From an optimization exercise on the open Yosys and OpenROAD flow, aimed at small area, a short achievable clock period and few clock cycles per item; shortcuts taken in it are not production practice. The RTL was checked by simulation tests, not by an equivalence proof against the original design. Power is estimated from default activity; no workload was simulated.

### design/flow/config.mk
export PLATFORM = sky130hd
export DESIGN_NAME = ufe_corr
export DESIGN_NICKNAME = ufe_corr
export VERILOG_FILES = /design/flow/design.v
export SDC_FILE = /design/flow/constraint.sdc
export NUM_CORES = 4
export LEC_CHECK = 0
export CAP_MARGIN = 20
export CORE_MARGIN = 8
export CORE_UTILIZATION = 40
export PLACE_DENSITY = 0.6
export SETUP_SLACK_MARGIN = 0.4
export SLEW_MARGIN = 20
### design/flow/constraint.sdc
create_clock -name core_clock -period 15.0 [get_ports {clk}]
set_input_delay 3.0000 -clock core_clock [delete_from_list [all_inputs] [get_ports {clk}]]
set_output_delay 3.0000 -clock core_clock [all_outputs]
set_load 0.01 [all_outputs]
### design/flow/design.v
module ufe_corr (
    input  wire               clk,
    input  wire               rst,           
    input  wire               in_valid,
    output wire               in_ready,
    input  wire signed [11:0] in_dn,
    input  wire signed [11:0] in_up,
    input  wire        [4:0]  cfg_lag_max,   
    input  wire        [14:0] cfg_peak_min,  
    output reg                done,
    output reg         [1:0]  pair_code,     
    output reg  signed [31:0] dt,
    output reg         [14:0] peak
);
    localparam N = 64;
    localparam CODE_OK      = 2'd0;
    localparam CODE_LOWCORR = 2'd2;
    localparam CODE_EDGE    = 2'd3;
    localparam S_LOAD   = 4'd0;
    localparam S_MAC    = 4'd1;
    localparam S_PREP   = 4'd2;
    localparam S_SQ     = 4'd3;
    localparam S_PDIV   = 4'd4;
    localparam S_SQRT   = 4'd5;
    localparam S_CODE   = 4'd6;
    localparam S_DTPREP = 4'd7;
    localparam S_DTDIV  = 4'd8;
    localparam S_DONE   = 4'd9;
    reg [3:0] state;
    reg signed [11:0] xd [0:N-1];
    reg signed [11:0] xu [0:N-1];
    reg [5:0] k;                         
    reg [4:0]  lag;                      
    reg [14:0] pmin;
    wire [4:0] lag_clamped = (cfg_lag_max == 5'd0) ? 5'd1 :
                             (cfg_lag_max > 5'd16) ? 5'd16 : cfg_lag_max;
    assign in_ready = (state == S_LOAD);
    reg [5:0]         job;
    reg signed [31:0] acc;
    reg        [28:0] e_dn, e_up;
    reg signed [31:0] c_mem [0:32];      
    reg signed [31:0] best_c;
    reg signed [5:0]  best_d;
    wire signed [5:0] cur_d = $signed({1'b0, job}) - 6'sd2 - $signed({1'b0, lag});
    wire signed [7:0] up_idx = $signed({2'b00, k}) + cur_d;
    wire              up_in  = (up_idx >= 0) && (up_idx < N);
    reg signed [11:0] op_a, op_b;
    always @(*) begin
        if (job == 6'd0) begin
            op_a = xd[k];
            op_b = xd[k];
        end else if (job == 6'd1) begin
            op_a = xu[k];
            op_b = xu[k];
        end else begin
            op_a = xd[k];
            op_b = up_in ? xu[up_idx[5:0]] : 12'sd0;
        end
    end
    wire signed [23:0] prod    = op_a * op_b;
    wire signed [31:0] acc_nxt = acc + prod;
    wire        [5:0]  last_job = {lag, 1'b0} + 6'd2;    
    wire [5:0] abs_cur  = cur_d[5]  ? -cur_d  : cur_d;
    wire [5:0] abs_best = best_d[5] ? -best_d : best_d;
    wire       take_best = (job == 6'd2) || (acc_nxt > best_c) ||
                           ((acc_nxt == best_c) && (abs_cur < abs_best));
    reg signed [31:0] c_minus, c_plus;
    reg               edge_hit;
    reg               peak_zero;
    wire       [56:0] cm_sq  = best_c[28:0] * best_c[28:0];    
    wire       [56:0] e_prod = e_dn * e_up;
    wire       [5:0]  c_idx  = cur_d + 6'd16;
    wire       [5:0]  m_idx  = best_d + 6'd15;
    wire       [5:0]  p_idx  = best_d + 6'd17;
    wire       [4:0]  abs_best5 = best_d[5] ? -best_d[4:0] : best_d[4:0];
    wire              at_edge = (abs_best5 == lag);
    reg  [86:0] dv_q;                    
    reg  [57:0] dv_r;
    reg  [56:0] dv_d;
    reg  [6:0]  dv_n;
    wire [57:0] dv_rs  = {dv_r[56:0], dv_q[86]};
    wire        dv_ge  = (dv_rs >= {1'b0, dv_d});
    reg  [31:0] sq_op;
    reg  [31:0] sq_res;
    reg  [31:0] sq_one;
    wire [31:0] sq_try = sq_res + sq_one;
    reg         dt_neg;
    reg  [32:0] dt_den;                  
    wire signed [63:0] s_val = $signed(best_d) * $signed({31'd0, dt_den})
                               + ($signed(c_plus) - $signed(c_minus));
    wire        [63:0] t_abs = s_val[63] ? -(s_val <<< 16) : (s_val <<< 16);
    always @(posedge clk) begin
        if (rst) begin
            state     <= S_LOAD;
            k         <= 6'd0;
            done      <= 1'b0;
            pair_code <= 2'd0;
            dt        <= 32'sd0;
            peak      <= 15'd0;
        end else begin
            done <= 1'b0;
            case (state)
            S_LOAD: begin
                if (in_valid) begin
                    xd[k] <= in_dn;
                    xu[k] <= in_up;
                    if (k == 6'd0) begin
                        lag  <= lag_clamped;
                        pmin <= cfg_peak_min;
                    end
                    k <= k + 6'd1;
                    if (k == N - 1) begin
                        state <= S_MAC;
                        job   <= 6'd0;
                        acc   <= 32'sd0;
                    end
                end
            end
            S_MAC: begin
                k <= k + 6'd1;
                if (k == N - 1) begin
                    acc <= 32'sd0;
                    if (job == 6'd0)
                        e_dn <= acc_nxt[28:0];
                    else if (job == 6'd1)
                        e_up <= acc_nxt[28:0];
                    else begin
                        c_mem[c_idx] <= acc_nxt;
                        if (take_best) begin
                            best_c <= acc_nxt;
                            best_d <= cur_d;
                        end
                    end
                    if (job == last_job)
                        state <= S_PREP;
                    job <= job + 6'd1;
                end else begin
                    acc <= acc_nxt;
                end
            end
            S_PREP: begin
                c_minus   <= at_edge ? 32'sd0 : c_mem[m_idx];
                c_plus    <= at_edge ? 32'sd0 : c_mem[p_idx];
                edge_hit  <= at_edge;
                peak_zero <= (best_c <= 0) || (e_dn == 29'd0) || (e_up == 29'd0);
                state     <= S_SQ;
            end
            S_SQ: begin
                state  <= S_PDIV;
                dv_n   <= 7'd0;
                dv_r   <= 58'd0;
                dv_q   <= {cm_sq, 30'd0};
                dv_d   <= e_prod;
                if (peak_zero) begin
                    peak  <= 15'd0;
                    state <= S_CODE;
                end
            end
            S_PDIV: begin
                dv_r  <= dv_ge ? dv_rs - {1'b0, dv_d} : dv_rs;
                dv_q  <= {dv_q[85:0], dv_ge};
                dv_n  <= dv_n + 7'd1;
                if (dv_n == 7'd86) begin
                    state  <= S_SQRT;
                    sq_res <= 32'd0;
                    sq_one <= 32'h4000_0000;
                end
            end
            S_SQRT: begin
                if (dv_n == 7'd87) begin
                    sq_op <= dv_q[31:0];
                    dv_n  <= 7'd0;
                end else begin
                    if (sq_op >= sq_try) begin
                        sq_op  <= sq_op - sq_try;
                        sq_res <= (sq_res >> 1) + sq_one;
                    end else begin
                        sq_res <= sq_res >> 1;
                    end
                    sq_one <= sq_one >> 2;
                    if (sq_one == 32'd1)
                        state <= S_CODE;
                end
            end
            S_CODE: begin
                if (!peak_zero)
                    peak <= (sq_res > 32'd32767) ? 15'd32767 : sq_res[14:0];
                state <= S_DTPREP;
            end
            S_DTPREP: begin
                dt_den <= {(best_c <<< 1) - c_minus - c_plus, 1'b0};
                if (edge_hit) begin
                    pair_code <= CODE_EDGE;
                    dt        <= 32'sd0;
                    state     <= S_DONE;
                end else if (peak < pmin) begin
                    pair_code <= CODE_LOWCORR;
                    dt        <= 32'sd0;
                    state     <= S_DONE;
                end else begin
                    pair_code <= CODE_OK;
                    state     <= S_DTDIV;
                    dv_n      <= 7'd0;
                end
            end
            S_DTDIV: begin
                if (dv_n == 7'd0) begin
                    if (dt_den == 33'd0) begin
                        dt    <= $signed({{10{best_d[5]}}, best_d, 16'd0});
                        state <= S_DONE;
                    end else begin
                        dt_neg <= s_val[63];
                        dv_r   <= 58'd0;
                        dv_q   <= {33'd0, t_abs[52:0], 1'b0} + {54'd0, dt_den};
                        dv_d   <= {23'd0, dt_den, 1'b0};
                        dv_n   <= 7'd1;
                    end
                end else begin
                    dv_r <= dv_ge ? dv_rs - {1'b0, dv_d} : dv_rs;
                    dv_q <= {dv_q[85:0], dv_ge};
                    dv_n <= dv_n + 7'd1;
                    if (dv_n == 7'd87)
                        state <= S_DONE;
                end
            end
            S_DONE: begin
                if (pair_code == CODE_OK && dt_den != 33'd0)
                    dt <= dt_neg ? -$signed(dv_q[31:0]) : $signed(dv_q[31:0]);
                done  <= 1'b1;
                k     <= 6'd0;
                state <= S_LOAD;
            end
            default: state <= S_LOAD;
            endcase
        end
    end
endmodule
### design/flow/run.sh
#!/bin/bash
# synth_recipe.tcl (not shown) runs the flow's synth.tcl, then flattens the netlist and writes it again
# the make line also repeats each setting of config.mk as NAME=value (left out here)
make -C /OpenROAD-flow-scripts/flow DESIGN_CONFIG=/design/flow/config.mk WORK_HOME=/design/flow/orfs CLKGATE_MAP_FILE= SYNTH_SCRIPT=/design/flow/synth_recipe.tcl finish
==> summary.md <==
| Metric | Value |
|---|---|
| Crit Path Max Fanout | `36` |
| Worst Hold Endpoint | `dt[11]` |
| DR vias/cell | `5.758` |
| Drt total wl | `~630000 um` |
| Initial antenna violation count | `30` |
| Worst reg2reg setup slack | `between 1 and 1.5 ns` |
| Min-delay src | `dt[11]` |
| Final-report setup violation count | `0` |
| First-pass GRT wire length | `a little over 900000 um` |
| Flop pwr share | `approximately two fifths` |
| Post-DRT Antenna Nets | `0` |
| Peak VDD IR | `roughly 2.1 mV` |
| Pint | `about 33000 uW` |
| Hpwl dp | `roughly 420000 um` |
| Post-synth EDFFs | `between 3000 and 4000` |
| Max stage delay on crit path | `~0.97 ns` |
| Ys async rst share | `0%` |
| Worst slew pin tran | `approximately 1.2 ns` |
| Fillcell total | `47670` |
| Total GRT Usage | `22.20%` |
| Initial Util | `40.11%` |
| Clock power share | `between 10% and 20%` |
| FP Rows | `between 200 and 300` |
| DIE HEIGHT | `749.2 um` |
| Cells after Synth | `approximately 16000` |
| Tcrit/Tclk final | `between 90% and 100%` |
| Max Clk Rate | `around 0.072 GHz` |
| Comb pwr share | `around 45%` |
| Worst path most repeated cell | `inv_1` |
| Finished Core Util | `44.41%` |
| Total power | `56130 uW` |
| # IOs | `98` |
| Post-Syn Area per Cell | `roughly 14 um2` |
| Syn nets | `18390` |
| Syn Std Cell Area | `between 200000 and 250000 um2` |
| Pwr Density | `~240 nW/um2` |
| Clock Sinks | `around 3200` |
| Status | `timing/DRC/antenna clean` |
| Post-synth top flop | `edfxtp_1` |
| Startpoint Class | `flip-flop` |
| Avg WL per Cell | `between 20 and 30 um` |
| CP endpoint kind | `flip-flop` |
| CTS max path bufs | `4` |
| CTS Hold Bufs | `0` |
| Vias in the first global route | `137700` |
| Root buffer cell | `clkbuf_16` |
| Clk latency of the worst-skew pair | `1.06 ns` |
| Number of H-tree levels | `5` |
| Max-Cap Viols | `0` |
| Final min period | `approximately 14 ns` |
| Overflow after GRT | `0` |
| Share of cells above drive strength 1 | `between 10% and 20%` |
| Die area | `about 560000 um2` |
| Synth cell types | `99` |
| Unrepaired setup endpoints after global routing | `no` |
| Final net count | `about 18000` |
| Initial DRT Pass Iterations | `7` |
| Num CTS Buffers | `346` |
| Reg2Reg Launch Point | `job[1]` |
| Cell leakage power | `~0.09 uW` |
| Post-synthesis sequential area ratio | `between 40 and 50%` |
| Chip width | `~750 um` |
| Switch Pwr | `about 23000 uW` |
| Core ar. | `between 500000 and 600000 um2` |
| Slew Viols, Final | `0` |
| Vias | `between 100k and 150k` |
| Clock Pin Slew Worst Setup and Hold Paths | `approximately 0.07 ns` |
| PortBufs | `97` |
| Setup Crit Path Kind | `flip-flop to flip-flop` |
| Final Hold Fails | `0` |
| HP Class | `flip-flop to flip-flop` |
| Reg2reg end | `best_c[25]` |
| Sw Share | `around two fifths` |
| TritonCTS clock tree | `done` |
| Global placement routability congestion | `0.9137` |
| CP Data Arrival Time | `between 10 and 15 ns` |
| Initial DRC Count | `about 14000` |
| Clock Skew | `around 0.16 ns` |
| Crit-path slowest cell | `fa_4` |
| Hold depth | `2` |
| P&R area growth vs syn | `10.73%` |
| Yosys warnings | `1` |
| DRC violations left | `0` |
| Largest net degree at the start of global routing | `130` |
| Seq cells post-synth | `~3200` |
| Worst Path Required | `roughly 16 ns` |
| R2R cell count | `46` |
| Setup TNS | `0 ns` |
| Worst rel slew slack | `22.17%` |
-- state kept, by name (all words and copies together) (netlist names), 7 cells and up, named ones only --
signal and count:
xd 768, xu 768, c_minus 32, dv_q 87, dv_r 57, best_c 32
dv_d 57, c_plus 32, peak 15, e_dn 29, dv_n 7, dt_den 32
c_mem 1056, sq_op 32, acc 32, sq_one 16, pmin 15, sq_res 32
dt 32, e_up 29
-- per-stage QoR --
step / worst slack (ns) / hold WS [ns] / instance area (um2) / cells
floorplan: 0.6336 / 0.4761 / 215100 / 15630
global placement: 0.5439 / 0.4479 / 226800 / 22550
detailed placement: 0.3043 / 0.4498 / 226900 / 22550
CTS: 0.5866 / 0.4575 / 238000 / 23190
global route: 0.3593 / 0.4744 / 238100 / 23190
finish: 1.046 / 0.4545 / 238100 / 23200
-- power by group through the flow --
stage / combinational [uW] / sequential [uW] / clock, uW
detailed placement: 25400 / 22500 / 0
finish: 25400 / 22300 / 8430
global placement: 24900 / 22500 / 0
floorplan: 10400 / 19500 / 0
global route: 27500 / 22300 / 8890
CTS: 25400 / 22300 / 8570
-- area by class of cell --
class                      count  area [um2]  area share [%]
sequential                  3199       95420           40.07
tap                         7181        8985           3.773
inverter                    2133        8006           3.362
multi-input combinational   9516      110100           46.24
antenna                       10       25.02         0.01051
timing repair buffer         529        4517           1.897
clock inverter               215        1939          0.8145
clock buffer                 418        9126           3.833
-- synthesized netlist by cell type (11+ instances only) --
cell type  count  area [um2]
mux4_2      1384       31170
xor2_1       199        1743
mux2i_1      138        1381
a32oi_1       15       131.4
nor4_1        51       319.1
o41ai_1       12       105.1
a22oi_1       19       142.6
nand2b_1      80       500.5
and3_1        59       369.1
o211ai_1      25       187.7
a211o_1       14       122.6
edfxtp_1    3133       94080
inv_1       2119        7954
o21ai_0      315        1577
nor3_1        77       385.4
a41oi_1       11       96.34
o21ai_1       16       80.08
or3_1         62       387.9
a21oi_1      428        2142
xnor2_1      299        2619
nand3_1      107       535.5
a22o_1        22       192.7
nand4_1       66       412.9
ha_1         948       11860
dfxtp_1       66        1321
nor2_1       839        3149
a211oi_1     121       908.4
a21boi_0      16       120.1
or2_2         19       118.9
a2111oi_0     13       113.9
o21a_1        40       300.3
a31oi_1       49       306.5
and2_1       304        1902
nand3b_1      23       172.7
buf_1        168       630.6
o31ai_1       38       285.3
clkbuf_1     606        2275
nor2b_1       56       350.3
or4_1         16       120.1
o21bai_1      69       518.0
a31o_2        29       254.0
a21o_1       186        1396
clkinv_1      12       45.04
nand2_1     1429        5364
fa_1        1765       35330
-- kinds of logic after synthesis --
family | share of synthesized area, %
compound gates | 4.628
xor+xnor | 2.028
fa+ha+maj | 21.95
buf+inv | 5.098
flops | 44.36
mux | 15.17
simple gates | 6.764
-- cell usage in the layout (no fill, tap or decap), types with 66 or more instances in the layout --
cell type        Yosys  final
clkbuf_16            0    352
nand3_1            107    107
xnor2_1            299    272
mux2i_1            138    138
fa_1              1765   1763
nor2_4               0     99
ha_1               948    943
o21ai_0            315    310
nand2b_1            80     80
clkdlybuf4s50_1      0     72
a211oi_1           121    118
inv_1             2119   2116
and2_1             304    304
nand4_1             66     66
clkinv_1            12     98
nor3_1              77     71
xor2_1             199    189
a21oi_1            428    423
a21o_1             186    186
nand2_1           1429   1428
o21bai_1            69     68
mux4_2            1384   1384
nor2_1             839    738
buf_4                0    407
edfxtp_1          3133   3133
-- worst max path at each step --
stage                start    endpoint  slack, ns
floorplan           job[1]   best_c[0]       0.63
global placement    job[1]  best_c[12]       0.54
detailed placement  job[1]   best_c[2]       0.30
CTS                 job[1]  best_c[25]       0.59
global route        job[1]  best_c[11]       0.36
finish              job[1]  best_c[25]       1.05
-- critical path, delay by kind of cell, from the launching register on --
family	cells	cell delay (ns)
adder cells (fa/ha/maj)	11	4.98
AO/OA/AOI/OAI	14	2.93
AND/OR/NAND/NOR	9	2.31
buffers and inverters	9	1.66
multiplexers	2	1.15
flip-flops	1	0.45
XOR/XNOR	1	0.09
-- metal layers --
metal | vias to the layer above | wire [um] | GRT usage, % | share of wire, %
met1 | 69990 | 254500 | 30.30 | 40
li1 | 55980 | - | - | -
met2 | 6447 | 291200 | 35.51 | 46
met3 | 1178 | 56990 | 4.097 | 9.0
met5 | - | 35 | 0 | 0.0056
met4 | 6 | 27570 | 8.329 | 4.4
-- timing repair --
action                                  CTS  global route
cloned                                    0             0
resized for setup                         3            13
setup buffers                             1             3
endpoints found under the setup margin   32            44
pin swaps                                 1             1
Testbench counts, summed over its fixed seeds: cycles 197,136, items 128.

==> port drivers added, routing unchanged <==
The results above use ideal ports. As a check the final layout listed here was re-extracted and re-timed, cells and wires unchanged.
Step 1 sets driving cells, clkbuf_16 on the clock port and buf_2 on the other inputs (assumed; they add their load-dependent delay and slew).
Step 2 times the ports against the registers' clock, not the clock port: input delays grow and output delays shrink by t, the midpoint of the rising clock arrivals with the driver on.
Three values: ideal ports, drivers, drivers and shift; two values: the first two.
t (ns): 1.090
setup slack, ns: 1.046 / 1.046 / 1.046
worst hold slack (ns): 0.454 / 0.454 / 0.454
worst register clock-pin slew, ns: 0.07 / 0.07
After both steps this run still meets setup and hold. The setup slack of this run moves by 0.000 ns with the drivers and by 0.000 ns with both steps.
